From an optimization exercise on the open Yosys and OpenROAD flow, aimed at small area, a short achievable clock period and few clock cycles; shortcuts taken in it are not production practice.
Only simulation tests tie the RTL to the original design; equivalence was not proved.

==> flow/design.v, too long to show whole: its modules and the start of the top module <==
// module abx_rod_alu: 427 lines
// module abx_ks_add: 28 lines
// module abx_mul_csa: 1735 lines
module abx_rod_alu (
    input  wire        clk,
    input  wire        rst,        
    input  wire        in_valid,
    input  wire        in_start,   
    input  wire [5:0]  in_op,
    input  wire        in_acc,     
    input  wire [2:0]  in_cond,
    input  wire [15:0] in_imm,
    input  wire [31:0] in_a,
    input  wire [31:0] in_b,       
    input  wire [31:0] in_c0,      
    input  wire [31:0] in_c1,      
    input  wire [4:0]  in_sh,      
    output reg         out_valid,
    output reg         out_wr,
    output wire [31:0] out_data,
    output wire        out_p,
    output wire        out_sat,
    output reg         out_taken,
    output reg         out_err
);
  // ...
==> flow/flow/run.sh <==
#!/bin/bash
# Layout flow: the standard layout (standard.sh), with the timing repair
# steps aiming for setup slack of SETUP_SLACK_MARGIN ns below the clock period
# so that they also shorten paths that already meet it.  The clock period and
# constraints are the standard flow's.  make's full output goes to standard.log here; ORFS
# keeps each step's log under orfs/logs.
set -euo pipefail
bash standard.sh SETUP_SLACK_MARGIN=11.5 finish > standard.log 2>&1
==> flow/standard.sh <==
#!/bin/bash
# synth_recipe.tcl (not shown) runs the flow's synth.tcl, then flattens the netlist and writes it again
# the make line also repeats each setting of config.mk as NAME=value (left out here)
make -C /OpenROAD-flow-scripts/flow DESIGN_CONFIG=/design/flow/config.mk WORK_HOME=/design/flow/orfs CLKGATE_MAP_FILE= SYNTH_SCRIPT=/design/flow/synth_recipe.tcl "${@:-finish}"
==> flow/config.mk <==
export PLATFORM = sky130hd
export DESIGN_NAME = abx_rod_alu
export DESIGN_NICKNAME = abx_rod_alu
export VERILOG_FILES = /design/flow/design.v
export SDC_FILE = /design/flow/constraint.sdc
export NUM_CORES = 4
export LEC_CHECK = 0
export CAP_MARGIN = 20
export CORE_MARGIN = 2
export CORE_UTILIZATION = 30
export SLEW_MARGIN = 20
==> flow/constraint.sdc <==
create_clock -name core_clock -period 24.0 [get_ports {clk}]
set_input_delay 4.8000 -clock core_clock [delete_from_list [all_inputs] [get_ports {clk}]]
set_output_delay 4.8000 -clock core_clock [all_outputs]
set_load 0.01 [all_outputs]
==> flow_metrics.env, run 1 <==
export IMPL_r2r_end="o_raw[9]$_DFFE_PP_"
export IMPL_clkbuf_count=83
export IMPL_ys_ff_latch=486
export IMPL_yosysWarnings=5
export IMPL_tightestPinTransition_ns=1.277
export IMPL_status="no timing/DRC/antenna violations"
export IMPL_boundaryPins=201
export IMPL_multi_input_area_mm2=0.07698
export IMPL_yosys_area_share_adder_pct=16.27
export IMPL_slew_headroom_pct=14.88
export IMPL_final_util_pct=33.70
export IMPL_nFlopsAndLatches=486
export IMPL_cts_sinks=486
export IMPL_portBuffers=200
export IMPL_die_y_um=568.5
export IMPL_synth_compound_area_share_pct=33.61
export IMPL_num_fill_cells=34101
export IMPL_cp_max_fo=45
export IMPL_setup_viol=0
export IMPL_grt_max_degree=148
export IMPL_wl_met2_um=220100
export IMPL_cp_top_family="compound AO/OA/AOI/OAI gates"
export IMPL_cp_end_kind="register"
export IMPL_nNetsFinal=14118
export IMPL_worstHoldStart="acc0[68]$_SDFFE_PP0P_"
export IMPL_final_common_cell="nor2_1"
Testbench counts, summed over its fixed seeds: cycles 39,064.
==> module abx_rod_alu, before the edit <==
module abx_rod_alu (
    input  wire        clk,
    input  wire        rst,        
    input  wire        in_valid,
    input  wire        in_start,   
    input  wire [5:0]  in_op,
    input  wire        in_acc,     
    input  wire [2:0]  in_cond,
    input  wire [15:0] in_imm,
    input  wire [31:0] in_a,
    input  wire [31:0] in_b,       
    input  wire [31:0] in_c0,      
    input  wire [31:0] in_c1,      
    input  wire [4:0]  in_sh,      
    output reg         out_valid,
    output reg         out_wr,
    output wire [31:0] out_data,
    output wire        out_p,
    output wire        out_sat,
    output reg         out_taken,
    output reg         out_err
);
    localparam KD = 3;    
    localparam KS = 4;    
    wire [5:0] op = in_op;
    wire o_nop  = op == 6'h00, o_mov  = op == 6'h01, o_ldi  = op == 6'h02,
         o_ldiu = op == 6'h03, o_ldc  = op == 6'h04,
         o_mul  = op == 6'h08, o_mac  = op == 6'h09, o_msu  = op == 6'h0A,
         o_mulr = op == 6'h0B, o_macr = op == 6'h0C, o_msur = op == 6'h0D,
         o_accl = op == 6'h0E, o_acca = op == 6'h0F, o_sta  = op == 6'h10,
         o_add  = op == 6'h14, o_sub  = op == 6'h15, o_neg  = op == 6'h16,
         o_abs  = op == 6'h17, o_min  = op == 6'h18, o_max  = op == 6'h19,
         o_shr  = op == 6'h1A, o_shl  = op == 6'h1B, o_and  = op == 6'h1C,
         o_or   = op == 6'h1D, o_xor  = op == 6'h1E, o_clamp = op == 6'h1F,
         o_div  = op == 6'h22, o_sqrt = op == 6'h23,
         o_cmp  = op == 6'h28, o_tstb = op == 6'h29, o_sel  = op == 6'h2A,
         o_br   = op == 6'h30, o_end  = op == 6'h31,
         o_out  = op == 6'h38, o_pub  = op == 6'h39;
    wire mulc  = o_mul | o_mac | o_msu;       
    wire mulr  = o_mulr | o_macr | o_msur;    
    wire mulop = mulc | mulr;
    wire accsh = o_accl | o_acca;             
    wire [4:0] s = in_imm[4:0];
    reg [71:0] acc0, acc1;
    reg        acc0_ov, acc0_sg, acc1_ov, acc1_sg;
    reg        p_q, sat_q, sat_pend;
    reg [31:0] o_raw;
    reg        o_fl, o_fs;
    reg        busy;           
    reg        st_mac;         
    reg        st_sq;          
    reg [3:0]  it_cnt;         
    reg [63:0] m_s, m_c;       
    reg [4:0]  m_sh;
    reg        m_set, m_sub, m_acc;
    reg [31:0] it_r;           
    reg [32:0] it_w;           
    reg [32:0] it_q;           
    reg [32:0] it_qm;          
    reg [31:0] it_d;           
    reg        it_neg;         
    wire        take    = in_valid & ~busy;
    wire        p_in    = ~in_start & p_q;
    wire        sat_cur = sat_q | sat_pend;
    wire        sat_in  = ~in_start & sat_cur;
    wire [71:0] acc0_v  = acc0_ov ? {acc0_sg, {71{~acc0_sg}}} : acc0;
    wire [71:0] acc1_v  = acc1_ov ? {acc1_sg, {71{~acc1_sg}}} : acc1;
    wire [71:0] acc_sel = in_start ? 72'd0 : (in_acc ? acc1_v : acc0_v);
    assign out_data = o_fl ? {o_fs, {31{~o_fs}}} : o_raw;
    assign out_p    = p_q;
    assign out_sat  = sat_cur;
    wire        mop_c = ~in_op[2] & ~(in_op[1] & in_op[0]);
    wire [31:0] mop   = mop_c ? in_c0 : in_b;
    wire [63:0] mul_s, mul_c;
    abx_mul_csa u_mul (.x(in_a), .m(mop), .s(mul_s), .c(mul_c));
    wire [63:0] prod;
    wire        prod_co;
    abx_ks_add #(64) u_padd (.a(m_s), .b(m_c), .ci(1'b0), .s(prod), .co(prod_co));
    reg [71:0] xsrc;
    reg [4:0]  shamt;
    reg        u_set, u_sub;
    reg [71:0] u_acc;
    always @(*) begin
        u_acc = acc_sel;
        u_set = 1'b1;
        u_sub = 1'b0;
        if (st_mac) begin
            xsrc  = {{8{prod[63]}}, prod};
            shamt = m_sh;
            u_set = m_set;
            u_sub = m_sub;
            u_acc = m_acc ? acc1_v : acc0_v;
        end else if (in_op[4] & ~in_op[3]) begin
            xsrc  = acc_sel;
            shamt = s;
        end else if (in_op[4] & ~in_op[0]) begin
            xsrc  = {{40{in_a[31]}}, in_a};
            shamt = s;
        end else begin
            xsrc  = {{9{in_a[31]}}, in_a, 31'd0};
            shamt = ~s;
            u_set = in_op[4] | ~in_op[0];
        end
    end
    wire signed [72:0] zin  = {xsrc, 1'b0};
    wire signed [72:0] zsh  = zin >>> shamt;
    wire [71:0] tv    = zsh[72:1];
    wire        rb    = zsh[0];
    wire [72:0] base  = (u_set ? 73'd0 : {u_acc[71], u_acc}) ^ {73{u_sub}};
    wire [72:0] sum_i;
    wire        sum_co;
    abx_ks_add #(73) u_sadd (.a(base), .b({tv[71], tv}), .ci(rb), .s(sum_i), .co(sum_co));
    wire [72:0] sum   = sum_i ^ {73{u_sub}};
    wire        acc_ovf = sum[72] ^ sum[71];
    wire        t_hi_eq = (&tv[71:31]) | ~(|tv[71:31]);
    wire        t_lo_1  = &tv[30:0];
    wire        t_max   = ~(|tv[71:31]) & t_lo_1;               
    wire        t_mnm1  = (&tv[71:32]) & ~tv[31] & t_lo_1;      
    wire        s32_ovf = rb ? ((~t_hi_eq & ~t_mnm1) | t_max) : ~t_hi_eq;
    wire        un    = o_neg | o_abs;
    wire        asub  = ~(o_add | (o_abs & ~in_a[31]));
    wire [32:0] ax    = un ? 33'd0 : {in_a[31], in_a};
    wire [32:0] ay    = un ? {in_a[31], in_a} : {in_b[31], in_b};
    wire [32:0] ar;
    wire        ar_co;
    abx_ks_add #(33) u_aadd (.a(ax), .b(ay ^ {33{asub}}), .ci(asub), .s(ar), .co(ar_co));
    wire        a_ovf = ar[32] ^ ar[31];
    wire        lt    = ar[32];                   
    wire        eq    = (in_a == in_b);
    wire [32:0] cl_d0, cl_d1;
    wire        cl_c0, cl_c1;
    abx_ks_add #(33) u_cl0 (.a({in_a[31], in_a}), .b(~{in_c0[31], in_c0}), .ci(1'b1), .s(cl_d0), .co(cl_c0));
    wire [31:0] clamp_lo = cl_d0[32] ? in_c0 : in_a;
    abx_ks_add #(33) u_cl1 (.a({in_c1[31], in_c1}), .b(~{clamp_lo[31], clamp_lo}), .ci(1'b1), .s(cl_d1), .co(cl_c1));
    wire [31:0] clamp_r  = cl_d1[32] ? in_c1 : clamp_lo;
    reg cmp_r;
    always @(*) begin
        case (in_cond)
            3'd0:    cmp_r = eq;
            3'd1:    cmp_r = ~eq;
            3'd2:    cmp_r = lt;
            3'd3:    cmp_r = lt | eq;
            3'd4:    cmp_r = ~lt & ~eq;
            default: cmp_r = ~lt;
        endcase
    end
    function automatic [4:0] bitlen31(input [31:0] v);
        reg [31:0] above;
        reg [31:0] lead;
        integer i, k;
        begin
            above[31] = 1'b0;
            for (i = 30; i >= 0; i = i - 1)
                above[i] = above[i+1] | v[i+1];
            lead = v & ~above;
            for (k = 0; k < 5; k = k + 1) begin
                bitlen31[k] = 1'b0;
                for (i = 0; i < 31; i = i + 1)
                    if (((i + 1) >> k) & 1) bitlen31[k] = bitlen31[k] | lead[i];
            end
        end
    endfunction
    wire [31:0] amag  = in_a[31] ? (~in_a + 32'd1) : in_a;
    wire [31:0] dmag  = in_b[31] ? (~in_b + 32'd1) : in_b;
    wire        d_neg = in_a[31] ^ in_b[31];
    wire [31:0] a_x   = in_a ^ {32{in_a[31]}};
    wire [31:0] b_x   = in_b ^ {32{in_b[31]}};
    wire        a_p2  = in_a[31] & ~(|(~in_a[31:1] & in_a[30:0]));
    wire        b_p2  = in_b[31] & ~(|(~in_b[31:1] & in_b[30:0]));
    wire [4:0]  bla   = bitlen31(a_x);
    wire [4:0]  blb   = bitlen31(b_x);
    wire [5:0]  la    = {1'b0, bla} + {5'd0, a_p2};
    wire [5:0]  lb    = {1'b0, blb} + {5'd0, b_p2};
    wire [31:0] a_n1  = amag << (~bla);
    wire [31:0] a_n   = a_p2 ? a_n1 : {a_n1[30:0], 1'b0};
    wire [31:0] d_n1  = dmag << (~blb);
    wire [31:0] d_n   = b_p2 ? d_n1 : {d_n1[30:0], 1'b0};
    wire        b_zero = ~(|in_b);
    wire signed [7:0] la8 = {2'b0, la};
    wire signed [7:0] lb8 = {2'b0, lb};
    wire signed [7:0] s8  = {3'b0, s};
    wire signed [7:0] lq  = la8 + s8 - lb8 + 8'sd1;
    wire        q_zero = ~(|in_a) | (lq <= 8'sd0);
    wire        q_sat  = (lq >= 8'sd34) | ((lq == 8'sd33) & ~d_neg);
    reg  [5:0] d_j;
    reg  [3:0] d_cyc;
    integer jj;
    always @(*) begin
        d_j   = 6'd33;
        d_cyc = 4'd10;
        for (jj = 11; jj >= 1; jj = jj - 1)
            if (lq <= KD * jj) begin
                d_j   = KD * jj;
                d_cyc = jj - 1;
            end
    end
    function automatic [1:0] mod3(input [5:0] v);
        integer i;
        begin
            mod3 = 2'd0;
            for (i = 0; i < 64; i = i + 1)
                if (v == i) mod3 = i % 3;
        end
    endfunction
    wire [1:0]  m3a = mod3(la);
    wire [1:0]  m3b = mod3(lb);
    wire [1:0]  m3s = mod3({1'b0, s});
    wire [3:0]  rsum = {1'b0, m3a, 1'b0} + {1'b0, m3s, 1'b0} + {2'b0, m3b} + 4'd2;
    wire [1:0]  d_r  = mod3({2'b0, rsum});
    wire [64:0] d_rw = {1'b0, a_n, 32'd0} >> d_r;
    reg  [4:0] s_j;
    reg  [3:0] s_cyc;
    integer kk;
    always @(*) begin
        s_j   = 5'd16;
        s_cyc = 4'd3;
        for (kk = 4; kk >= 1; kk = kk - 1)
            if ({1'b0, bla} <= 2 * KS * kk) begin
                s_j   = KS * kk;
                s_cyc = kk - 1;
            end
    end
    wire [31:0] s_w = in_a << (6'd32 - {s_j, 1'b0});
    wire [31:0] dv_r [0:KD];
    wire [32:0] dv_w [0:KD];
    wire [KD-1:0] dv_bits;
    assign dv_r[0] = it_r;
    assign dv_w[0] = it_w;
    genvar gk;
    generate
        for (gk = 0; gk < KD; gk = gk + 1) begin : g_div
            wire [32:0] x = {dv_r[gk], dv_w[gk][32]};
            wire [32:0] t;
            wire        ge;
            abx_ks_add #(33) u_sub (.a(x), .b(~{1'b0, it_d}), .ci(1'b1), .s(t), .co(ge));
            assign dv_r[gk+1] = ge ? t[31:0] : x[31:0];
            assign dv_w[gk+1] = {dv_w[gk][31:0], 1'b0};
            assign dv_bits[KD-1-gk] = ge;
        end
    endgenerate
    wire [31:0] sq_r [0:KS];
    wire [32:0] sq_w [0:KS];
    wire [32:0] sq_q [0:KS];
    assign sq_r[0] = it_r;
    assign sq_w[0] = it_w;
    assign sq_q[0] = it_q;
    generate
        for (gk = 0; gk < KS; gk = gk + 1) begin : g_sq
            wire [19:0] x = {sq_r[gk][17:0], sq_w[gk][32:31]};
            wire [19:0] t;
            wire        ge;
            abx_ks_add #(20) u_sub (.a(x), .b(~{2'b0, sq_q[gk][15:0], 2'b01}), .ci(1'b1), .s(t), .co(ge));
            assign sq_r[gk+1] = {12'd0, ge ? t : x};
            assign sq_w[gk+1] = {sq_w[gk][30:0], 2'b00};
            assign sq_q[gk+1] = {sq_q[gk][31:0], ge};
        end
    endgenerate
    wire [31:0] n_r  = st_sq ? sq_r[KS] : dv_r[KD];
    wire [32:0] n_w  = st_sq ? sq_w[KS] : dv_w[KD];
    wire [32:0] n_q  = st_sq ? sq_q[KS] : {it_q[32-KD:0], dv_bits};
    wire [32:0] n_qm = (dv_bits != {KD{1'b0}}) ? {it_q[32-KD:0], dv_bits - 1'b1}
                                               : {it_qm[32-KD:0], {KD{1'b1}}};
    wire        f_sat = it_neg ? (n_q[32] | (n_q[31] & (|n_q[30:0]))) : (n_q[32] | n_q[31]);
    wire [31:0] f_val = it_neg ? ~n_qm[31:0] : n_q[31:0];
    reg        r_wr, r_p, r_sat, r_ovf, r_fl, r_fs, r_taken, r_err, r_acc_we, r_mac, r_div, r_sq;
    reg [31:0] r_data;
    always @(*) begin
        r_wr     = 1'b0;
        r_data   = 32'd0;
        r_p      = p_in;
        r_sat    = sat_in;
        r_ovf    = 1'b0;
        r_fl     = 1'b0;
        r_fs     = 1'b0;
        r_taken  = 1'b0;
        r_err    = 1'b0;
        r_acc_we = 1'b0;
        r_mac    = 1'b0;
        r_div    = 1'b0;
        r_sq     = 1'b0;
        if (o_nop | o_end) begin end
        else if (o_mov | o_out | o_pub) begin r_wr = 1'b1; r_data = in_a; end
        else if (o_ldi)  begin r_wr = 1'b1; r_data = {{16{in_imm[15]}}, in_imm}; end
        else if (o_ldiu) begin r_wr = 1'b1; r_data = {in_imm, in_b[15:0]}; end
        else if (o_ldc)  begin r_wr = 1'b1; r_data = in_c0; end
        else if (mulop)  r_mac = 1'b1;
        else if (accsh)  begin r_acc_we = 1'b1; r_ovf = acc_ovf; end
        else if (o_sta | o_shl | o_shr) begin
            r_wr = 1'b1; r_data = sum[31:0]; r_ovf = s32_ovf; r_fl = s32_ovf; r_fs = tv[71];
        end
        else if (o_add | o_sub | o_neg | o_abs) begin
            r_wr = 1'b1; r_data = ar[31:0]; r_ovf = a_ovf; r_fl = a_ovf; r_fs = ar[32];
        end
        else if (o_min)  begin r_wr = 1'b1; r_data = lt ? in_a : in_b; end
        else if (o_max)  begin r_wr = 1'b1; r_data = lt ? in_b : in_a; end
        else if (o_and)  begin r_wr = 1'b1; r_data = in_a & in_b; end
        else if (o_or)   begin r_wr = 1'b1; r_data = in_a | in_b; end
        else if (o_xor)  begin r_wr = 1'b1; r_data = in_a ^ in_b; end
        else if (o_clamp) begin r_wr = 1'b1; r_data = clamp_r; r_p = (clamp_r != in_a); end
        else if (o_div) begin
            r_wr = 1'b1;
            if (b_zero) begin
                r_fl = 1'b1; r_fs = in_a[31]; r_sat = 1'b1;
            end else if (~q_zero) begin
                r_fl = q_sat; r_fs = d_neg; r_ovf = q_sat; r_div = ~q_sat;
            end
        end
        else if (o_sqrt) begin
            r_wr = 1'b1;
            if (in_a[31]) begin r_data = 32'd0; r_sat = 1'b1; end
            else if (~(|in_a)) r_data = 32'd0;
            else r_sq = 1'b1;
        end
        else if (o_cmp) begin
            if (in_cond > 3'd5) r_err = 1'b1;
            else                r_p   = cmp_r;
        end
        else if (o_tstb) r_p = in_a[s];
        else if (o_sel)  begin r_wr = 1'b1; r_data = p_in ? in_a : in_b; end
        else if (o_br) begin
            if (in_cond > 3'd2) r_err = 1'b1;
            else r_taken = (in_cond == 3'd0) | ((in_cond == 3'd1) & p_in) |
                           ((in_cond == 3'd2) & ~p_in);
        end
        else r_err = 1'b1;
    end
    wire it_last = (it_cnt == 4'd0);
    always @(posedge clk) begin
        if (rst) begin
            busy      <= 1'b0;
            st_mac    <= 1'b0;
            acc0      <= 72'd0;
            acc1      <= 72'd0;
            acc0_ov   <= 1'b0;
            acc1_ov   <= 1'b0;
            p_q       <= 1'b0;
            sat_q     <= 1'b0;
            sat_pend  <= 1'b0;
            out_valid <= 1'b0;
        end else begin
            out_valid <= 1'b0;
            st_mac    <= 1'b0;
            if (take) begin
                if (in_start) begin
                    acc0    <= 72'd0;
                    acc1    <= 72'd0;
                    acc0_ov <= 1'b0;
                    acc1_ov <= 1'b0;
                end
                if (r_acc_we) begin
                    if (in_acc) begin
                        acc1 <= sum[71:0]; acc1_ov <= acc_ovf; acc1_sg <= sum[72];
                    end else begin
                        acc0 <= sum[71:0]; acc0_ov <= acc_ovf; acc0_sg <= sum[72];
                    end
                end
                p_q      <= r_p;
                sat_q    <= r_sat;
                sat_pend <= r_ovf;
                if (r_mac | r_div | r_sq) busy <= 1'b1;
                else                      out_valid <= 1'b1;
                st_mac <= r_mac;
            end else if (st_mac) begin
                if (m_acc) begin
                    acc1 <= sum[71:0]; acc1_ov <= acc_ovf; acc1_sg <= sum[72];
                end else begin
                    acc0 <= sum[71:0]; acc0_ov <= acc_ovf; acc0_sg <= sum[72];
                end
                sat_pend  <= acc_ovf;
                busy      <= 1'b0;
                out_valid <= 1'b1;
            end else if (busy) begin
                if (it_last) begin
                    if (!st_sq) sat_pend <= f_sat;
                    busy      <= 1'b0;
                    out_valid <= 1'b1;
                end
            end
        end
    end
    always @(posedge clk) begin
        if (take) begin
            out_wr    <= r_wr;
            o_raw     <= r_data;
            o_fl      <= r_fl;
            o_fs      <= r_fs;
            out_taken <= r_taken;
            out_err   <= r_err;
            m_s       <= mul_s;
            m_c       <= mul_c;
            m_sh      <= mulc ? in_sh : s;
            m_set     <= o_mul | o_mulr;
            m_sub     <= o_msu | o_msur;
            m_acc     <= in_acc;
            st_sq     <= o_sqrt;
            it_neg    <= d_neg;
            it_d      <= d_n;
            it_q      <= 33'd0;
            it_qm     <= {33{1'b1}};
            if (o_sqrt) begin
                it_r   <= 32'd0;
                it_w   <= {s_w, 1'b0};
                it_cnt <= s_cyc;
            end else begin
                it_r   <= d_rw[64:33];
                it_w   <= d_rw[32:0];
                it_cnt <= d_cyc;
            end
        end else begin
            if (busy & ~st_mac) begin
                it_r   <= n_r;
                it_w   <= n_w;
                it_q   <= n_q;
                it_qm  <= n_qm;
                it_cnt <= it_cnt - 4'd1;
                if (st_sq) begin
                    o_raw <= n_q[31:0];
                    o_fl  <= 1'b0;
                end else begin
                    o_raw <= f_val;
                    o_fl  <= f_sat;
                    o_fs  <= it_neg;
                end
            end
        end
    end
endmodule
==> run 2, diff against run 1 <==
--- a/flow/design.v
+++ b/flow/design.v
@@ -45,63 +45,52 @@
     reg        acc0_ov, acc0_sg, acc1_ov, acc1_sg;
     reg        p_q, sat_q, sat_pend;
     reg [31:0] o_raw;
-    reg        o_fl, o_fs;
+    reg        o_fl, o_fs, o_dv;
     reg        busy;           
-    reg        st_mac;         
+    reg        st2;            
+    reg        st2_out;        
     reg        st_sq;          
+    reg        st_dset;        
     reg [3:0]  it_cnt;         
     reg [63:0] m_s, m_c;       
     reg [4:0]  m_sh;
     reg        m_set, m_sub, m_acc;
+    reg        m_accw;         
+    reg        m_sta;          
     reg [31:0] it_r;           
     reg [32:0] it_w;           
     reg [32:0] it_q;           
-    reg [32:0] it_qm;          
     reg [31:0] it_d;           
     reg        it_neg;         
     wire        take    = in_valid & ~busy;
     wire        p_in    = ~in_start & p_q;
-    wire        sat_cur = sat_q | sat_pend;
+    wire        q_sat_f = ~st_sq & (it_neg ? (it_q[32] | (it_q[31] & (|it_q[30:0])))
+                                           : (it_q[32] | it_q[31]));
+    wire [31:0] q_neg   = ~it_q[31:0] + 32'd1;
+    wire [31:0] q_val   = q_sat_f ? {it_neg, {31{~it_neg}}} : it_neg ? q_neg : it_q[31:0];
+    wire        sat_cur = sat_q | sat_pend | (o_dv & q_sat_f);
     wire        sat_in  = ~in_start & sat_cur;
     wire [71:0] acc0_v  = acc0_ov ? {acc0_sg, {71{~acc0_sg}}} : acc0;
     wire [71:0] acc1_v  = acc1_ov ? {acc1_sg, {71{~acc1_sg}}} : acc1;
-    wire [71:0] acc_sel = in_start ? 72'd0 : (in_acc ? acc1_v : acc0_v);
-    assign out_data = o_fl ? {o_fs, {31{~o_fs}}} : o_raw;
+    wire        acc0_sm = (acc0_v[71] == acc0_v[70]);
+    wire        acc1_sm = (acc1_v[71] == acc1_v[70]);
+    assign out_data = o_dv ? q_val : o_fl ? {o_fs, {31{~o_fs}}} : o_raw;
     assign out_p    = p_q;
     assign out_sat  = sat_cur;
     wire        mop_c = ~in_op[2] & ~(in_op[1] & in_op[0]);
-    wire [31:0] mop   = mop_c ? in_c0 : in_b;
+    wire        mop_p = (in_op[2] & in_op[1]) | in_op[4];
+    wire [31:0] pow2  = 32'd1 << (o_shr ? 5'd0 : s);
+    wire [31:0] mop   = mop_p ? pow2 : mop_c ? in_c0 : in_b;
     wire [63:0] mul_s, mul_c;
     abx_mul_csa u_mul (.x(in_a), .m(mop), .s(mul_s), .c(mul_c));
     wire [63:0] prod;
     wire        prod_co;
     abx_ks_add #(64) u_padd (.a(m_s), .b(m_c), .ci(1'b0), .s(prod), .co(prod_co));
-    reg [71:0] xsrc;
-    reg [4:0]  shamt;
-    reg        u_set, u_sub;
-    reg [71:0] u_acc;
-    always @(*) begin
-        u_acc = acc_sel;
-        u_set = 1'b1;
-        u_sub = 1'b0;
-        if (st_mac) begin
-            xsrc  = {{8{prod[63]}}, prod};
-            shamt = m_sh;
-            u_set = m_set;
-            u_sub = m_sub;
-            u_acc = m_acc ? acc1_v : acc0_v;
-        end else if (in_op[4] & ~in_op[3]) begin
-            xsrc  = acc_sel;
-            shamt = s;
-        end else if (in_op[4] & ~in_op[0]) begin
-            xsrc  = {{40{in_a[31]}}, in_a};
-            shamt = s;
-        end else begin
-            xsrc  = {{9{in_a[31]}}, in_a, 31'd0};
-            shamt = ~s;
-            u_set = in_op[4] | ~in_op[0];
-        end
-    end
+    wire [71:0] u_acc = m_acc ? acc1_v : acc0_v;
+    wire [71:0] xsrc  = m_sta ? u_acc : {{8{prod[63]}}, prod};
+    wire [4:0]  shamt = m_sh;
+    wire        u_set = m_set;
+    wire        u_sub = m_sub;
     wire signed [72:0] zin  = {xsrc, 1'b0};
     wire signed [72:0] zsh  = zin >>> shamt;
     wire [71:0] tv    = zsh[72:1];
@@ -112,11 +101,7 @@
     abx_ks_add #(73) u_sadd (.a(base), .b({tv[71], tv}), .ci(rb), .s(sum_i), .co(sum_co));
     wire [72:0] sum   = sum_i ^ {73{u_sub}};
     wire        acc_ovf = sum[72] ^ sum[71];
-    wire        t_hi_eq = (&tv[71:31]) | ~(|tv[71:31]);
-    wire        t_lo_1  = &tv[30:0];
-    wire        t_max   = ~(|tv[71:31]) & t_lo_1;               
-    wire        t_mnm1  = (&tv[71:32]) & ~tv[31] & t_lo_1;      
-    wire        s32_ovf = rb ? ((~t_hi_eq & ~t_mnm1) | t_max) : ~t_hi_eq;
+    wire        s32_ovf = ~((&sum[72:31]) | ~(|sum[72:31]));
     wire        un    = o_neg | o_abs;
     wire        asub  = ~(o_add | (o_abs & ~in_a[31]));
     wire [32:0] ax    = un ? 33'd0 : {in_a[31], in_a};
@@ -127,12 +112,17 @@
     wire        a_ovf = ar[32] ^ ar[31];
     wire        lt    = ar[32];                   
     wire        eq    = (in_a == in_b);
-    wire [32:0] cl_d0, cl_d1;
-    wire        cl_c0, cl_c1;
+    wire [32:0] cl_d0, cl_d1, cl_d2;
+    wire        cl_c0, cl_c1, cl_c2;
     abx_ks_add #(33) u_cl0 (.a({in_a[31], in_a}), .b(~{in_c0[31], in_c0}), .ci(1'b1), .s(cl_d0), .co(cl_c0));
-    wire [31:0] clamp_lo = cl_d0[32] ? in_c0 : in_a;
-    abx_ks_add #(33) u_cl1 (.a({in_c1[31], in_c1}), .b(~{clamp_lo[31], clamp_lo}), .ci(1'b1), .s(cl_d1), .co(cl_c1));
-    wire [31:0] clamp_r  = cl_d1[32] ? in_c1 : clamp_lo;
+    abx_ks_add #(33) u_cl1 (.a({in_c1[31], in_c1}), .b(~{in_a[31], in_a}), .ci(1'b1), .s(cl_d1), .co(cl_c1));
+    abx_ks_add #(33) u_cl2 (.a({in_c1[31], in_c1}), .b(~{in_c0[31], in_c0}), .ci(1'b1), .s(cl_d2), .co(cl_c2));
+    wire        a_lt_c0  = cl_d0[32];
+    wire        a_gt_c1  = cl_d1[32];
+    wire        c0_gt_c1 = cl_d2[32];
+    wire        a_eq_c1  = (in_a == in_c1);
+    wire [31:0] clamp_r  = a_gt_c1 ? in_c1 : a_lt_c0 ? (c0_gt_c1 ? in_c1 : in_c0) : in_a;
+    wire        clamp_p  = a_gt_c1 | (a_lt_c0 & ~a_eq_c1);
     reg cmp_r;
     always @(*) begin
         case (in_cond)
@@ -160,13 +150,16 @@
             end
         end
     endfunction
-    wire [31:0] amag  = in_a[31] ? (~in_a + 32'd1) : in_a;
-    wire [31:0] dmag  = in_b[31] ? (~in_b + 32'd1) : in_b;
-    wire        d_neg = in_a[31] ^ in_b[31];
-    wire [31:0] a_x   = in_a ^ {32{in_a[31]}};
-    wire [31:0] b_x   = in_b ^ {32{in_b[31]}};
-    wire        a_p2  = in_a[31] & ~(|(~in_a[31:1] & in_a[30:0]));
-    wire        b_p2  = in_b[31] & ~(|(~in_b[31:1] & in_b[30:0]));
+    wire [31:0] da    = it_r;
+    wire [31:0] db    = it_d;
+    wire [4:0]  dsh   = m_sh;
+    wire [31:0] amag  = da[31] ? (~da + 32'd1) : da;
+    wire [31:0] dmag  = db[31] ? (~db + 32'd1) : db;
+    wire        d_neg = da[31] ^ db[31];
+    wire [31:0] a_x   = da ^ {32{da[31]}};
+    wire [31:0] b_x   = db ^ {32{db[31]}};
+    wire        a_p2  = da[31] & ~(|(~da[31:1] & da[30:0]));
+    wire        b_p2  = db[31] & ~(|(~db[31:1] & db[30:0]));
     wire [4:0]  bla   = bitlen31(a_x);
     wire [4:0]  blb   = bitlen31(b_x);
     wire [5:0]  la    = {1'b0, bla} + {5'd0, a_p2};
@@ -175,12 +168,12 @@
     wire [31:0] a_n   = a_p2 ? a_n1 : {a_n1[30:0], 1'b0};
     wire [31:0] d_n1  = dmag << (~blb);
     wire [31:0] d_n   = b_p2 ? d_n1 : {d_n1[30:0], 1'b0};
-    wire        b_zero = ~(|in_b);
+    wire        b_zero = ~(|db);
     wire signed [7:0] la8 = {2'b0, la};
     wire signed [7:0] lb8 = {2'b0, lb};
-    wire signed [7:0] s8  = {3'b0, s};
+    wire signed [7:0] s8  = {3'b0, dsh};
     wire signed [7:0] lq  = la8 + s8 - lb8 + 8'sd1;
-    wire        q_zero = ~(|in_a) | (lq <= 8'sd0);
+    wire        q_zero = ~(|da) | (lq <= 8'sd0);
     wire        q_sat  = (lq >= 8'sd34) | ((lq == 8'sd33) & ~d_neg);
     reg  [5:0] d_j;
     reg  [3:0] d_cyc;
@@ -204,10 +197,11 @@
     endfunction
     wire [1:0]  m3a = mod3(la);
     wire [1:0]  m3b = mod3(lb);
-    wire [1:0]  m3s = mod3({1'b0, s});
+    wire [1:0]  m3s = mod3({1'b0, dsh});
     wire [3:0]  rsum = {1'b0, m3a, 1'b0} + {1'b0, m3s, 1'b0} + {2'b0, m3b} + 4'd2;
     wire [1:0]  d_r  = mod3({2'b0, rsum});
     wire [64:0] d_rw = {1'b0, a_n, 32'd0} >> d_r;
+    wire [4:0]  sqla  = bitlen31(in_a);
     reg  [4:0] s_j;
     reg  [3:0] s_cyc;
     integer kk;
@@ -215,7 +209,7 @@
         s_j   = 5'd16;
         s_cyc = 4'd3;
         for (kk = 4; kk >= 1; kk = kk - 1)
-            if ({1'b0, bla} <= 2 * KS * kk) begin
+            if ({1'b0, sqla} <= 2 * KS * kk) begin
                 s_j   = KS * kk;
                 s_cyc = kk - 1;
             end
@@ -258,11 +252,7 @@
     wire [31:0] n_r  = st_sq ? sq_r[KS] : dv_r[KD];
     wire [32:0] n_w  = st_sq ? sq_w[KS] : dv_w[KD];
     wire [32:0] n_q  = st_sq ? sq_q[KS] : {it_q[32-KD:0], dv_bits};
-    wire [32:0] n_qm = (dv_bits != {KD{1'b0}}) ? {it_q[32-KD:0], dv_bits - 1'b1}
-                                               : {it_qm[32-KD:0], {KD{1'b1}}};
-    wire        f_sat = it_neg ? (n_q[32] | (n_q[31] & (|n_q[30:0]))) : (n_q[32] | n_q[31]);
-    wire [31:0] f_val = it_neg ? ~n_qm[31:0] : n_q[31:0];
-    reg        r_wr, r_p, r_sat, r_ovf, r_fl, r_fs, r_taken, r_err, r_acc_we, r_mac, r_div, r_sq;
+    reg        r_wr, r_p, r_sat, r_ovf, r_fl, r_fs, r_taken, r_err, r_st2, r_st2_out, r_div, r_sq;
     reg [31:0] r_data;
     always @(*) begin
         r_wr     = 1'b0;
@@ -274,8 +264,8 @@
         r_fs     = 1'b0;
         r_taken  = 1'b0;
         r_err    = 1'b0;
-        r_acc_we = 1'b0;
-        r_mac    = 1'b0;
+        r_st2    = 1'b0;
+        r_st2_out = 1'b0;
         r_div    = 1'b0;
         r_sq     = 1'b0;
         if (o_nop | o_end) begin end
@@ -283,10 +273,13 @@
         else if (o_ldi)  begin r_wr = 1'b1; r_data = {{16{in_imm[15]}}, in_imm}; end
         else if (o_ldiu) begin r_wr = 1'b1; r_data = {in_imm, in_b[15:0]}; end
         else if (o_ldc)  begin r_wr = 1'b1; r_data = in_c0; end
-        else if (mulop)  r_mac = 1'b1;
-        else if (accsh)  begin r_acc_we = 1'b1; r_ovf = acc_ovf; end
+        else if (mulop | accsh) begin
+            r_st2 = 1'b1;
+            r_st2_out = ~(sat_in | o_mul | o_mulr | o_accl | in_start |
+                          (in_acc ? acc1_sm : acc0_sm));
+        end
         else if (o_sta | o_shl | o_shr) begin
-            r_wr = 1'b1; r_data = sum[31:0]; r_ovf = s32_ovf; r_fl = s32_ovf; r_fs = tv[71];
+            r_wr = 1'b1; r_st2 = 1'b1; r_st2_out = 1'b1;
         end
         else if (o_add | o_sub | o_neg | o_abs) begin
             r_wr = 1'b1; r_data = ar[31:0]; r_ovf = a_ovf; r_fl = a_ovf; r_fs = ar[32];
@@ -296,14 +289,9 @@
         else if (o_and)  begin r_wr = 1'b1; r_data = in_a & in_b; end
         else if (o_or)   begin r_wr = 1'b1; r_data = in_a | in_b; end
         else if (o_xor)  begin r_wr = 1'b1; r_data = in_a ^ in_b; end
-        else if (o_clamp) begin r_wr = 1'b1; r_data = clamp_r; r_p = (clamp_r != in_a); end
+        else if (o_clamp) begin r_wr = 1'b1; r_data = clamp_r; r_p = clamp_p; end
         else if (o_div) begin
-            r_wr = 1'b1;
-            if (b_zero) begin
-                r_fl = 1'b1; r_fs = in_a[31]; r_sat = 1'b1;
-            end else if (~q_zero) begin
-                r_fl = q_sat; r_fs = d_neg; r_ovf = q_sat; r_div = ~q_sat;
-            end
+            r_wr = 1'b1; r_div = 1'b1;
         end
         else if (o_sqrt) begin
             r_wr = 1'b1;
@@ -328,7 +316,7 @@
     always @(posedge clk) begin
         if (rst) begin
             busy      <= 1'b0;
-            st_mac    <= 1'b0;
+            st2       <= 1'b0;
             acc0      <= 72'd0;
             acc1      <= 72'd0;
             acc0_ov   <= 1'b0;
@@ -336,10 +324,23 @@
             p_q       <= 1'b0;
             sat_q     <= 1'b0;
             sat_pend  <= 1'b0;
+            o_dv      <= 1'b0;
             out_valid <= 1'b0;
         end else begin
             out_valid <= 1'b0;
-            st_mac    <= 1'b0;
+            st2       <= 1'b0;
+            if (st2 & m_accw & ~(take & in_start)) begin
+                if (m_acc) begin
+                    acc1 <= sum[71:0]; acc1_ov <= acc_ovf; acc1_sg <= sum[72];
+                end else begin
+                    acc0 <= sum[71:0]; acc0_ov <= acc_ovf; acc0_sg <= sum[72];
+                end
+            end
+            if (st2 & st2_out) begin
+                sat_pend  <= m_accw ? acc_ovf : s32_ovf;
+                busy      <= 1'b0;
+                out_valid <= 1'b1;
+            end
             if (take) begin
                 if (in_start) begin
                     acc0    <= 72'd0;
@@ -347,31 +348,22 @@
                     acc0_ov <= 1'b0;
                     acc1_ov <= 1'b0;
                 end
-                if (r_acc_we) begin
-                    if (in_acc) begin
-                        acc1 <= sum[71:0]; acc1_ov <= acc_ovf; acc1_sg <= sum[72];
-                    end else begin
-                        acc0 <= sum[71:0]; acc0_ov <= acc_ovf; acc0_sg <= sum[72];
-                    end
-                end
+                o_dv     <= 1'b0;
                 p_q      <= r_p;
                 sat_q    <= r_sat;
                 sat_pend <= r_ovf;
-                if (r_mac | r_div | r_sq) busy <= 1'b1;
-                else                      out_valid <= 1'b1;
-                st_mac <= r_mac;
-            end else if (st_mac) begin
-                if (m_acc) begin
-                    acc1 <= sum[71:0]; acc1_ov <= acc_ovf; acc1_sg <= sum[72];
-                end else begin
-                    acc0 <= sum[71:0]; acc0_ov <= acc_ovf; acc0_sg <= sum[72];
+                st2      <= r_st2;
+                if (r_st2_out | r_div | r_sq) busy <= 1'b1;
+                else                          out_valid <= 1'b1;
+            end else if (busy & st_dset) begin
+                if (b_zero | q_zero | q_sat) begin
+                    sat_pend  <= b_zero | q_sat;
+                    busy      <= 1'b0;
+                    out_valid <= 1'b1;
                 end
-                sat_pend  <= acc_ovf;
-                busy      <= 1'b0;
-                out_valid <= 1'b1;
-            end else if (busy) begin
+            end else if (busy & ~st2) begin
                 if (it_last) begin
-                    if (!st_sq) sat_pend <= f_sat;
+                    o_dv      <= 1'b1;
                     busy      <= 1'b0;
                     out_valid <= 1'b1;
                 end
@@ -388,39 +380,45 @@
             out_err   <= r_err;
             m_s       <= mul_s;
             m_c       <= mul_c;
-            m_sh      <= mulc ? in_sh : s;
-            m_set     <= o_mul | o_mulr;
-            m_sub     <= o_msu | o_msur;
+            m_sh      <= mulc ? in_sh : (mulr | o_sta | o_shr | o_div) ? s : 5'd0;
+            m_set     <= ~(o_mac | o_msu | o_macr | o_msur | o_acca);
+            m_sub     <= o_msu | o_msur | ((accsh | o_shl) & (s == 5'd31));
             m_acc     <= in_acc;
+            m_accw    <= mulop | accsh;
+            m_sta     <= o_sta;
+            st2_out   <= r_st2_out;
             st_sq     <= o_sqrt;
-            it_neg    <= d_neg;
-            it_d      <= d_n;
+            st_dset   <= o_div;
             it_q      <= 33'd0;
-            it_qm     <= {33{1'b1}};
             if (o_sqrt) begin
+                it_neg <= 1'b0;
                 it_r   <= 32'd0;
                 it_w   <= {s_w, 1'b0};
                 it_cnt <= s_cyc;
             end else begin
-                it_r   <= d_rw[64:33];
-                it_w   <= d_rw[32:0];
-                it_cnt <= d_cyc;
+                it_r   <= in_a;
+                it_d   <= in_b;
             end
+        end else if (busy & st_dset) begin
+            st_dset <= 1'b0;
+            o_fl    <= b_zero | q_sat;
+            o_fs    <= b_zero ? da[31] : d_neg;
+            it_neg  <= d_neg;
+            it_d    <= d_n;
+            it_r    <= d_rw[64:33];
+            it_w    <= d_rw[32:0];
+            it_cnt  <= d_cyc;
         end else begin
-            if (busy & ~st_mac) begin
+            if (st2 & st2_out & ~m_accw) begin
+                o_raw <= sum[31:0];
+                o_fl  <= s32_ovf;
+                o_fs  <= sum[72];
+            end
+            if (busy & ~st2 & ~st_dset) begin
                 it_r   <= n_r;
                 it_w   <= n_w;
                 it_q   <= n_q;
-                it_qm  <= n_qm;
                 it_cnt <= it_cnt - 4'd1;
-                if (st_sq) begin
-                    o_raw <= n_q[31:0];
-                    o_fl  <= 1'b0;
-                end else begin
-                    o_raw <= f_val;
-                    o_fl  <= f_sat;
-                    o_fs  <= it_neg;
-                end
             end
         end
     end
--- a/flow/flow/run.sh
+++ b/flow/flow/run.sh
@@ -5,4 +5,4 @@
 # constraints are the standard flow's.  make's full output goes to standard.log here; ORFS
 # keeps each step's log under orfs/logs.
 set -euo pipefail
-bash standard.sh SETUP_SLACK_MARGIN=11.5 finish > standard.log 2>&1
+bash standard.sh SETUP_SLACK_MARGIN=13 finish > standard.log 2>&1
==> run 2 against run 1 <==
Still clean on timing, DRC and antenna. Global-route usage shrank 2.7 points. Via count down 9.6%. Maximum frequency is 13% higher. Register-to-register slack improved by 0.99 ns. Sequential share of layout area up 0.29 points. Die area shrank 6.6%. Final cell count is 7.6% lower. Routed wire length down 15%. Worst setup slack improved by 1.5 ns. Largest cell class unchanged.
==> flow_metrics.env, run 2 <==
export IMPL_status="no timing/DRC/antenna violations"
export IMPL_cp_max_fo=36
export IMPL_start_util_pct=30.11
export IMPL_die_width_um=549.6
export IMPL_tightestPinTransition_ns=1.296
export IMPL_placed_area_mm2=0.09463
export IMPL_portBuffers=200
export IMPL_routedWlPerCell_um=29.81
export IMPL_rsz0062_at_grt="yes"
export IMPL_die_area_mm2=0.3020
export IMPL_synth_common_cells="1418 x nor2_1, 1177 x a21oi_1, 1078 x nand2_1"
export IMPL_vias=100770
export IMPL_slew_headroom_pct=12.97
export IMPL_synth_cell_types=120
export IMPL_async_reset_ff_share_pct=0
export IMPL_core_area_mm2=0.2965
export IMPL_yosysWarnings=5
export IMPL_die_y_um=549.6
export IMPL_nNetsFinal=13107
export IMPL_cts_root_buffer="clkbuf_16"
export IMPL_final_common_cell="nor2_1"
export IMPL_htree_levels=2
export IMPL_finalInstanceArea_mm2=0.1013
export IMPL_first_pass_iters=9
export IMPL_skew_ns=0.05337
export IMPL_synthesis_nets=13438
export IMPL_final_util_pct=34.15
export IMPL_wl_um=475600
export IMPL_first_global_vias=90275
export IMPL_synth_flop_cell="edfxtp_1"
export IMPL_cts_sinks=465
export IMPL_avgSynthCellArea_um2=7.281
export IMPL_path_clk_slew_ns=0.06
export IMPL_setup_viol=0
export IMPL_cp_end_kind="register"
export IMPL_yosysMostFrequentCell="nor2_1"
export IMPL_clock_latency_ns=0.74
export IMPL_cp_start_kind="primary input"
export IMPL_area_growth_syn_to_layout_pct=13.38
export IMPL_fin_crit_ns=11.03
export IMPL_clock_path_buffers=3
export IMPL_place_gp_congestion=1.061
export IMPL_yosysTopAreaCell="fa_1"
export IMPL_rows=200
export IMPL_synthCells=12265
export IMPL_final_antenna_net_count=0
export IMPL_boundaryPins=201
export IMPL_max_freq_mhz=90.65
export IMPL_reg_top3="acc0 (72), acc1 (72), m_s (64)"
export IMPL_drt_iter0_drc=15837
export IMPL_cp_arrival_ns=11.47
export IMPL_critPathKind="primary input to register"
export IMPL_drc=0
export IMPL_fin_setup_tns_ns=0
export IMPL_layout_common_cells="1369 x nor2_1, 1121 x a21oi_1, 1064 x nand2_1"
export IMPL_vias_per_cell=6.317
export IMPL_cts_tree="yes"
export IMPL_cp_required_ns=24.44
export IMPL_hpwl_um=346300
export IMPL_min_period_over_period_pct=45.96
export IMPL_yosys_top_cells_area="fa_1 9.8%, edfxtp_1 9.4%, ha_1 8.0%"
export IMPL_synth_top_cell_area_share_pct=9.774
export IMPL_antenna_found_initial=46
export IMPL_grt_pass1_wl_um=664800
export IMPL_final_max_slew_viol_count=0
export IMPL_drive_gt1_share_pct=10.91
export IMPL_synth_edf_count=279
export IMPL_synth_seq_area_share_pct=13.55
export IMPL_cts_made_buffers=61
export IMPL_cap_violations=0
export IMPL_overflow=0
export IMPL_ys_ff_latch=465
export IMPL_grt_max_degree=92
export IMPL_final_hold_viol_count=0
export IMPL_grt_util_all_layers_pct=29.78
export IMPL_syn_area_mm2=0.08930
export IMPL_hold_path_class="register to register"
## run 2: worst paths after layout
kind	depth (start not counted)	slack (ns)	to	from
worst min-delay path	2	0.45	acc0[0]$_SDFF_PP0_	acc0[0]$_SDFF_PP0_
worst min register to register	2	0.45	acc0[0]$_SDFF_PP0_	acc0[0]$_SDFF_PP0_
worst max-delay path	22	12.97	o_raw[16]$_DFFE_PP_	in_a[2]
worst max register to register	46	13.03	o_fl$_DFFE_PP_	m_s[4]$_DFFE_PP_
## run 2: cells by family (layout without fill, tap and decap cells)
family                     Yosys count  count (layout)  synth area share (%)
adders and majority gates         1018            1018                 17.91
other                                0              30                     0
muxes                              490             490                 5.948
AOI/OAI and AO/OA                 4321            4321                 31.67
and+or+nand+nor                   3438            3443                 16.94
DFF                                465             465                 13.55
xor gates and xnor gates           579             579                 5.687
buffers and inverters             1954            1668                 8.297
## run 2: final cells by class
type / count / area, µm²
Inverter: 848 / 3248
Timing Repair inverter: 1 / 7.507
Clock inverter: 35 / 375.4
Sequential cell: 465 / 12110
Clock buffer: 78 / 1714
Tap cell: 3939 / 4928
Fill cell: 31440 / 195300
Antenna cell: 30 / 75.07
Multi-Input combinational cell: 9851 / 72570
Timing Repair Buffer: 706 / 6221
## run 2: stage by stage
| step | std cells | hold slack [ns] | worst slack (ns) |
|---|---|---|---|
| after floorplan | 12265 | 0.4363 | 13.02 |
| after global placement | 15614 | 0.4424 | 10.65 |
| after detailed placement | 15616 | 0.4465 | 10.63 |
| after CTS | 15803 | 0.4548 | 13.00 |
| after global routing | 15929 | 0.4738 | 12.65 |
| final | 15953 | 0.4541 | 12.97 |
## run 2: timing repair
action | CTS | global route
hold buffers | 0 | 0
endpoints found under the setup margin | 178 | 117
setup buffers | 66 | 107
cloned | 8 | 5
resized for setup | 275 | 343
pin swaps | 70 | 125
## run 2: per-layer routing
| metal | GRT usage, % | wire length [µm] |
|---|---|---|
| met1 | 37.73 | 180300 |
| met2 | 42.01 | 187900 |
| met3 | 12.06 | 71860 |
| met4 | 17.67 | 35220 |
| met5 | 0 | 322 |
## run 2: worst max-delay path: stages
cell      delay, ns
buf_2          0.09
buf_4          0.21
inv_1          0.30
buf_4          0.42
buf_4          0.38
ha_1           0.31
o21a_1         0.11
o21a_1         0.16
o21a_1         0.16
o21a_1         0.16
o211ai_1       0.18
a211oi_1       0.10
o21ai_0        0.27
o211ai_1       0.14
mux2_2         0.77
nand2_2        0.52
a221oi_1       1.17
o21ai_0        0.23
a21oi_1        0.21
a211oi_1       0.11
o31ai_1        0.45
o211ai_1       0.16
Testbench counts of run 2, summed over its fixed seeds: cycles 35,503.
==> run 3, diff against run 2 <==
--- a/flow/config.mk
+++ b/flow/config.mk
@@ -5,6 +5,7 @@
 export SDC_FILE = /design/flow/constraint.sdc
 export NUM_CORES = 4
 export LEC_CHECK = 0
+export ABC_AREA = 1
 export CAP_MARGIN = 20
 export CORE_MARGIN = 2
 export CORE_UTILIZATION = 30
==> run 3 against run 2 <==
Worst setup slack better by 0.052 ns. Synthesized cell count is 3.2% higher. Sequential share of layout area up 0.96 points. Largest cell class unchanged. Highest routed layer unchanged. Routed wire length fell by 20%.
==> flow_metrics.env, run 3 <==
export IMPL_max_freq_mhz=91.08
export IMPL_clock_path_buffers=3
export IMPL_grt_util_met3_pct=6.232
export IMPL_yosysMostFrequentCell="nand2_1"
export IMPL_reg2regPathDepth=50
export IMPL_final_hold_viol_count=0
export IMPL_cp_required_ns=24.46
export IMPL_start_util_pct=30.19
export IMPL_grt_pass1_wl_um=551200
export IMPL_yosysTopAreaCell="nand2_1"
export IMPL_first_pass_iters=9
export IMPL_path_buf_inv=6
export IMPL_die_y_um=534.7
export IMPL_rsz0062_at_grt="yes"
export IMPL_synthCells=12663
export IMPL_synth_edf_count=279
export IMPL_tightestPinTransition_ns=1.244
export IMPL_clock_latency_ns=0.72
export IMPL_syn_area_mm2=0.08450
export IMPL_overflow=0
export IMPL_fin_setup_tns_ns=0
export IMPL_routedWlPerCell_um=23.54
export IMPL_layout_common_cells="2442 x nand2_1, 1496 x inv_1, 1124 x o21ai_0"
export IMPL_grt_met2_usage_pct=36.65
export IMPL_cp_slowest_cell="clkdlybuf4s50_1"
export IMPL_critPathKind="primary input to register"
export IMPL_synth_seq_area_share_pct=14.32
export IMPL_synthesis_nets=13836
export IMPL_drive_gt1_share_pct=6.073
export IMPL_cp_top_family="buffers and inverters"
export IMPL_yosys_top_cells_area="nand2_1 11%, fa_1 10%, edfxtp_1 9.9%"
export IMPL_synth_cell_types=82
export IMPL_htree_levels=2
export IMPL_path_depth=26
export IMPL_boundaryPins=201
export IMPL_r2r_end="o_fl$_DFFE_PP_"
export IMPL_gr_usage_met1_pct=34.34
export IMPL_reg_top3="acc0 (72), acc1 (72), m_s (64)"
export IMPL_ys_ff_latch=465
export IMPL_whs_path_depth=2
export IMPL_vias=91825
export IMPL_portBuffers=200
export IMPL_nNetsFinal=13609
export IMPL_regToRegStartpoint="m_s[38]$_DFFE_PP_"
export IMPL_antenna_found_initial=23
export IMPL_post_place_ws_ns=9.375
export IMPL_synth_common_cells="2463 x nand2_1, 1539 x inv_1, 1191 x o21ai_0"
export IMPL_holdPathEnd="acc1[59]$_SDFF_PP0_"
export IMPL_die_width_um=534.7
export IMPL_cp_arrival_ns=11.44
export IMPL_drc=0
export IMPL_cp_start_kind="primary input"
export IMPL_core_area_mm2=0.2799
export IMPL_cap_violations=0
export IMPL_area_growth_syn_to_layout_pct=10.86
export IMPL_rows=194
export IMPL_skew_ns=0.04630
export IMPL_cts_root_buffer="clkbuf_16"
export IMPL_grt_max_degree=140
export IMPL_cts_made_buffers=56
export IMPL_grt_util_all_layers_pct=25.34
export IMPL_num_fill_cells=30329
export IMPL_min_period_over_period_pct=45.75
export IMPL_final_antenna_net_count=0
export IMPL_busiest_layer="met2"
export IMPL_path_clk_slew_ns=0.06
export IMPL_final_max_slew_viol_count=0
export IMPL_worstHoldStart="acc1[59]$_SDFF_PP0_"
export IMPL_async_reset_ff_share_pct=0
export IMPL_crit_top_cell="nand2_1"
export IMPL_cpPeakStageDelay_ns=0.87
export IMPL_place_gp_congestion=1.077
export IMPL_hold_path_class="register to register"
export IMPL_cp_end_kind="register"
export IMPL_cts_sinks=465
export IMPL_fin_crit_ns=10.98
export IMPL_yosysWarnings=5
export IMPL_hpwl_um=285500
export IMPL_first_global_vias=83979
export IMPL_cp_max_fo=41
export IMPL_wl_um=381900
export IMPL_vias_per_cell=5.660
export IMPL_finalWorstSetupSlack_ns=13.02
export IMPL_drt_iter0_drc=11659
export IMPL_final_common_cell="nand2_1"
export IMPL_synth_flop_cell="edfxtp_1"
export IMPL_die_area_mm2=0.2859
export IMPL_synth_top_cell_area_share_pct=10.94
export IMPL_rrSetupSlack_ns=13.55
export IMPL_setup_viol=0
export IMPL_status="no timing/DRC/antenna violations"
export IMPL_slew_headroom_pct=16.21
export IMPL_avgSynthCellArea_um2=6.673
export IMPL_final_util_pct=33.47
export IMPL_cts_tree="yes"
## run 3: cells by family (layout without fill, tap and decap cells)
group                    Yosys count  in the layout  share of synthesized area [%]
other                              0             18                              0
AO/OA/AOI/OAI                   3349           3350                          22.83
buffers and inverters           2389           2205                          10.78
adder cells (fa/ha/maj)         1014           1014                          18.88
AND/OR/NAND/NOR                 4335           4337                          21.60
flip-flops                       465            465                          14.32
multiplexers                      44             44                         0.5212
XOR/XNOR                        1067           1067                          11.08
## run 3: final cells by class
type / count / area, µm² / share of cell area (%)
Multi-Input combinational cell: 9812 / 64130 / 68.46
Sequential cell: 465 / 12100 / 12.92
Inverter: 1592 / 6096 / 6.507
Timing Repair Buffer: 501 / 4693 / 5.010
Tap cell: 3724 / 4659 / 4.974
Clock buffer: 65 / 1445 / 1.543
Clock inverter: 39 / 461.7 / 0.4928
Timing Repair inverter: 8 / 45.04 / 0.04808
Antenna cell: 18 / 45.04 / 0.04808
## run 3: worst reg2reg max path: cells and delay by family (launching register included)
kind / cells / cell delay (ns)
simple gates: 22 / 3.71
fa+ha+maj: 3 / 1.03
xor+xnor: 2 / 0.64
compound gates: 18 / 3.87
buf+inv: 5 / 0.41
flops: 1 / 0.51
## run 3: worst max path at each step
stage,startpoint,end,slack [ns]
6_report,in_a[10],o_raw[20]$_DFFE_PP_,13.02
4_1_cts,in_op[1],m_c[31]$_DFFE_PP_,12.99
5_1_grt,it_d[0]$_DFFE_PP_,it_r[3]$_DFFE_PP_,12.88
3_5_place_dp,it_d[1]$_DFFE_PP_,it_r[9]$_DFFE_PP_,9.38
3_3_place_gp,it_d[1]$_DFFE_PP_,it_r[13]$_DFFE_PP_,9.55
2_1_floorplan,it_d[1]$_DFFE_PP_,it_r[4]$_DFFE_PP_,13.12
## run 3: layer usage
| layer | vias up | part of all wire, % | wire length, µm |
|---|---|---|---|
| met2 | 5529 | 41 | 154800 |
| li1 | 42239 | - | - |
| met3 | 1149 | 12 | 45090 |
| met1 | 42894 | 41 | 156800 |
| met4 | 14 | 6.5 | 24960 |
| met5 | - | 0.049 | 188 |
## run 3: metrics by stage
stage / instances / instance area [µm²] / hold slack, ns
finish: 16224 / 93680 / 0.4933
global route: 16214 / 93660 / 0.5175
CTS: 16135 / 92570 / 0.4969
detailed placement: 16009 / 90060 / 0.4763
global placement: 16009 / 90060 / 0.4750
floorplan: 12663 / 84500 / 0.4500
## run 3: timing repair
item / 4_1_cts / 5_1_grt
hold buffers: 0 / 0
endpoints found under the setup margin: 159 / 127
setup buffers: 14 / 57
resized for setup: 149 / 136
cloned: 8 / 12
pin swaps: 7 / 31
==> run 4, diff against run 3 <==
--- a/flow/flow/run.sh
+++ b/flow/flow/run.sh
@@ -5,4 +5,4 @@
 # constraints are the standard flow's.  make's full output goes to standard.log here; ORFS
 # keeps each step's log under orfs/logs.
 set -euo pipefail
-bash standard.sh SETUP_SLACK_MARGIN=13 finish > standard.log 2>&1
+bash standard.sh SETUP_SLACK_MARGIN=13.5 finish > standard.log 2>&1
--- a/flow/config.mk
+++ b/flow/config.mk
@@ -8,5 +8,5 @@
 export ABC_AREA = 1
 export CAP_MARGIN = 20
 export CORE_MARGIN = 2
-export CORE_UTILIZATION = 30
+export CORE_UTILIZATION = 35
 export SLEW_MARGIN = 20
==> run 4 against run 3 <==
Worst setup slack improved by 0.49 ns. Highest routed layer unchanged. Worst hold slack about the same. Synthesized cell count unchanged. Cell area increased by 1.4%. Global-route usage increased by 4.8 points. Register-to-register slack improved by 0.30 ns.
==> flow_metrics.env, run 4 <==
export IMPL_reg_top3="acc0 (72), acc1 (72), m_s (64)"
export IMPL_final_util_pct=39.53
export IMPL_cts_sinks=465
export IMPL_synth_edf_count=279
export IMPL_synth_seq_area_share_pct=14.32
export IMPL_async_reset_ff_share_pct=0
export IMPL_clock_path_buffers=3
export IMPL_boundaryPins=201
export IMPL_min_period_over_period_pct=43.71
export IMPL_cts_tree="yes"
export IMPL_tightestPinTransition_ns=1.191
export IMPL_drt_iter0_drc=11533
export IMPL_area_growth_syn_to_layout_pct=12.41
export IMPL_critPathKind="primary input to register"
export IMPL_synthesis_nets=13836
export IMPL_cp_start_kind="primary input"
export IMPL_avgSynthCellArea_um2=6.673
export IMPL_portBuffers=200
export IMPL_placed_area_mm2=0.08947
export IMPL_final_antenna_net_count=0
export IMPL_ys_ff_latch=465
export IMPL_grt_util_all_layers_pct=30.11
export IMPL_grt_pass1_wl_um=557600
export IMPL_synth_xor_xnor_area_share_pct=11.08
export IMPL_status="no timing/DRC/antenna violations"
export IMPL_cp_end_kind="register"
export IMPL_final_common_cell="nand2_1"
export IMPL_synthCells=12663
export IMPL_final_max_slew_viol_count=0
export IMPL_rsz0062_at_grt="yes"
export IMPL_place_gp_congestion=1.055
export IMPL_wl_met1_um=160900
export IMPL_synth_compound_area_share_pct=22.83
export IMPL_final_hold_viol_count=0
export IMPL_yosysMostFrequentCell="nand2_1"
export IMPL_slew_headroom_pct=20.42
export IMPL_crit_top_cell="nand2_1"
export IMPL_yosysTopAreaCell="nand2_1"
export IMPL_dr_max_layer_used="met5"
export IMPL_nNetsFinal=13701
export IMPL_die_y_um=495.4
export IMPL_cap_violations=0
export IMPL_hpwl_um=286100
export IMPL_layout_common_cells="2396 x nand2_1, 1479 x inv_1, 1104 x o21ai_0"
export IMPL_htree_levels=2
export IMPL_routedWlPerCell_um=24.61
export IMPL_crit_chain="clkdlybuf4s50_1 > ha_1 > nand2_1 > or4_1 > nor4_1 > o21ai_0 > nand2_1 > nand2_1 > o21ai_2 > buf_4 > clkinvlp_4 > o211ai_1 > a21oi_1 > o221ai_1 > nand3_1 > a21oi_1 > o21ai_1 > o211ai_1 > o21ai_2 > nand2_1 > o21ai_0"
export IMPL_rows=180
export IMPL_setup_viol=0
export IMPL_clock_latency_ns=0.73
export IMPL_instances_no_fill=15792
export IMPL_die_area_mm2=0.2454
export IMPL_yosys_area_share_adder_pct=18.88
export IMPL_vias_per_cell=5.820
export IMPL_grt_max_degree=101
export IMPL_wl_met3_um=46970
export IMPL_drc=0
export IMPL_cts_made_buffers=58
export IMPL_synth_simple_area_share_pct=21.60
export IMPL_cp_slowest_cell="clkdlybuf4s50_1"
export IMPL_cpPeakStageDelay_ns=0.96
export IMPL_finalInstanceArea_mm2=0.09499
export IMPL_cp_required_ns=24.46
export IMPL_synth_flop_cell="edfxtp_1"
export IMPL_syn_area_mm2=0.08450
export IMPL_start_util_pct=35.17
export IMPL_rrSetupSlack_ns=13.85
export IMPL_drive_gt1_share_pct=7.999
export IMPL_wl_um=388600
export IMPL_yosys_top_cells_area="nand2_1 11%, fa_1 10%, edfxtp_1 9.9%"
export IMPL_synth_top_cell_area_share_pct=10.94
export IMPL_cts_root_buffer="clkbuf_16"
export IMPL_core_area_mm2=0.2403
export IMPL_cp_arrival_ns=10.95
export IMPL_synth_common_cells="2463 x nand2_1, 1539 x inv_1, 1191 x o21ai_0"
export IMPL_synth_cell_types=82
export IMPL_path_clk_slew_ns=0.06
export IMPL_wl_met2_um=156400
export IMPL_synthMuxAreaShare_pct=0.5212
export IMPL_synth_top_family_by_area="compound AO/OA/AOI/OAI gates"
export IMPL_vias=91905
export IMPL_fin_crit_ns=10.49
export IMPL_die_width_um=495.4
export IMPL_yosysWarnings=5
export IMPL_first_global_vias=83842
export IMPL_max_freq_mhz=95.33
export IMPL_first_pass_iters=9
export IMPL_hold_path_class="register to register"
export IMPL_num_fill_cells=25584
export IMPL_skew_ns=0.05017
export IMPL_overflow=0
export IMPL_dp_cells=15483
export IMPL_antenna_found_initial=29
export IMPL_fin_setup_tns_ns=0
export IMPL_cp_max_fo=39
==> run 4: routing by layer <==
| layer | up-vias | global-route usage, % |
|---|---|---|
| li1 | 42477 | - |
| met1 | 42919 | 41.53 |
| met2 | 5410 | 42.93 |
| met3 | 1085 | 7.504 |
| met4 | 14 | 15.79 |
| met5 | - | 0 |
==> run 4: through the flow <==
stage,setup slack [ns],hold slack (ns)
final,13.51,0.4930
after detailed placement,10.72,0.4755
after global placement,10.90,0.4746
after global routing,13.30,0.5065
after floorplan,13.46,0.4500
after CTS,13.48,0.4979
==> run 4: path summary, 6_finish.rpt <==
kind	from	to	cells after the start
setup / recovery	in_a[24]	o_raw[22]$_DFFE_PP_	21
setup reg to reg	it_w[32]$_DFFE_PP_	it_r[11]$_DFFE_PP_	78
hold / removal	acc0[54]$_SDFF_PP0_	acc0[54]$_SDFF_PP0_	2
hold reg to reg	acc0[54]$_SDFF_PP0_	acc0[54]$_SDFF_PP0_	2
==> run 4: final cells by class <==
type                    count  area (µm²)  area share [%]
clock inverters            34       481.7          0.5071
inverters                1592        6117           6.440
repair buffers            589        5762           6.065
well taps                3185        3985           4.195
clock buffers              75        1575           1.658
diodes                     30       75.07         0.07903
flip-flops and latches    465       12110           12.74
repair inverters            6       40.04         0.04215
multi-input cells        9816       64850           68.27
==> run 4: cell families after synthesis <==
kind of cell,after synthesis
AND/OR/NAND/NOR,4335
AO/OA/AOI/OAI,3349
buffers and inverters,2389
XOR/XNOR,1067
adder cells (fa/ha/maj),1014
flip-flops,465
multiplexers,44
==> run 4: critical path, delay by kind of cell <==
kind,cells,cell delay (ns)
compound gates,10,2.14
fa+ha+maj,1,0.59
buf+inv,3,1.98
simple gates,7,1.36
==> run 4: timing repair <==
| item | 4_1_cts | 5_1_grt |
|---|---|---|
| hold buffers | 0 | 0 |
| setup endpoints to repair | 199 | 162 |
| setup buffers | 59 | 82 |
| gates cloned | 13 | 16 |
| resized for setup | 214 | 340 |
| pin swaps | 22 | 86 |

-- separate check: timing with driven ports --
Ports are ideal in the flow. The routed layouts listed here were re-timed in OpenROAD. Step 1 sets driving cells, clkbuf_16 on the clock port and buf_2 on the other inputs (assumed; they add their load-dependent delay and slew). Step 2 moves the port delays by t, midway between the first and last clock arrival at a register: inputs arrive t later, outputs are due t later. That takes back most of the time a late clock gives input paths. a / b / c = ideal ports / drivers / drivers and shift; a / b = the first two.
run	t (ns)	slack for setup (ns)	hold WS [ns]	clock arrival spread, ns	worst data-port slew with drivers (ns)
run 1	0.823	11.516 / 11.472 / 10.649	0.478 / 0.478 / 0.478	0.081 / 0.081	0.29
run 2	0.802	12.969 / 13.028 / 12.232	0.454 / 0.454 / 0.454	0.059 / 0.059	0.16
run 3	0.780	13.021 / 13.079 / 12.299	0.493 / 0.493 / 0.493	0.073 / 0.073	0.26
run 4	0.793	13.511 / 13.461 / 12.667	0.493 / 0.493 / 0.493	0.055 / 0.055	0.23
After both steps setup and hold are still met in every run listed. The setup slack of run 1, which loses most, moves by -0.044 ns with the drivers and by -0.867 ns with both steps.
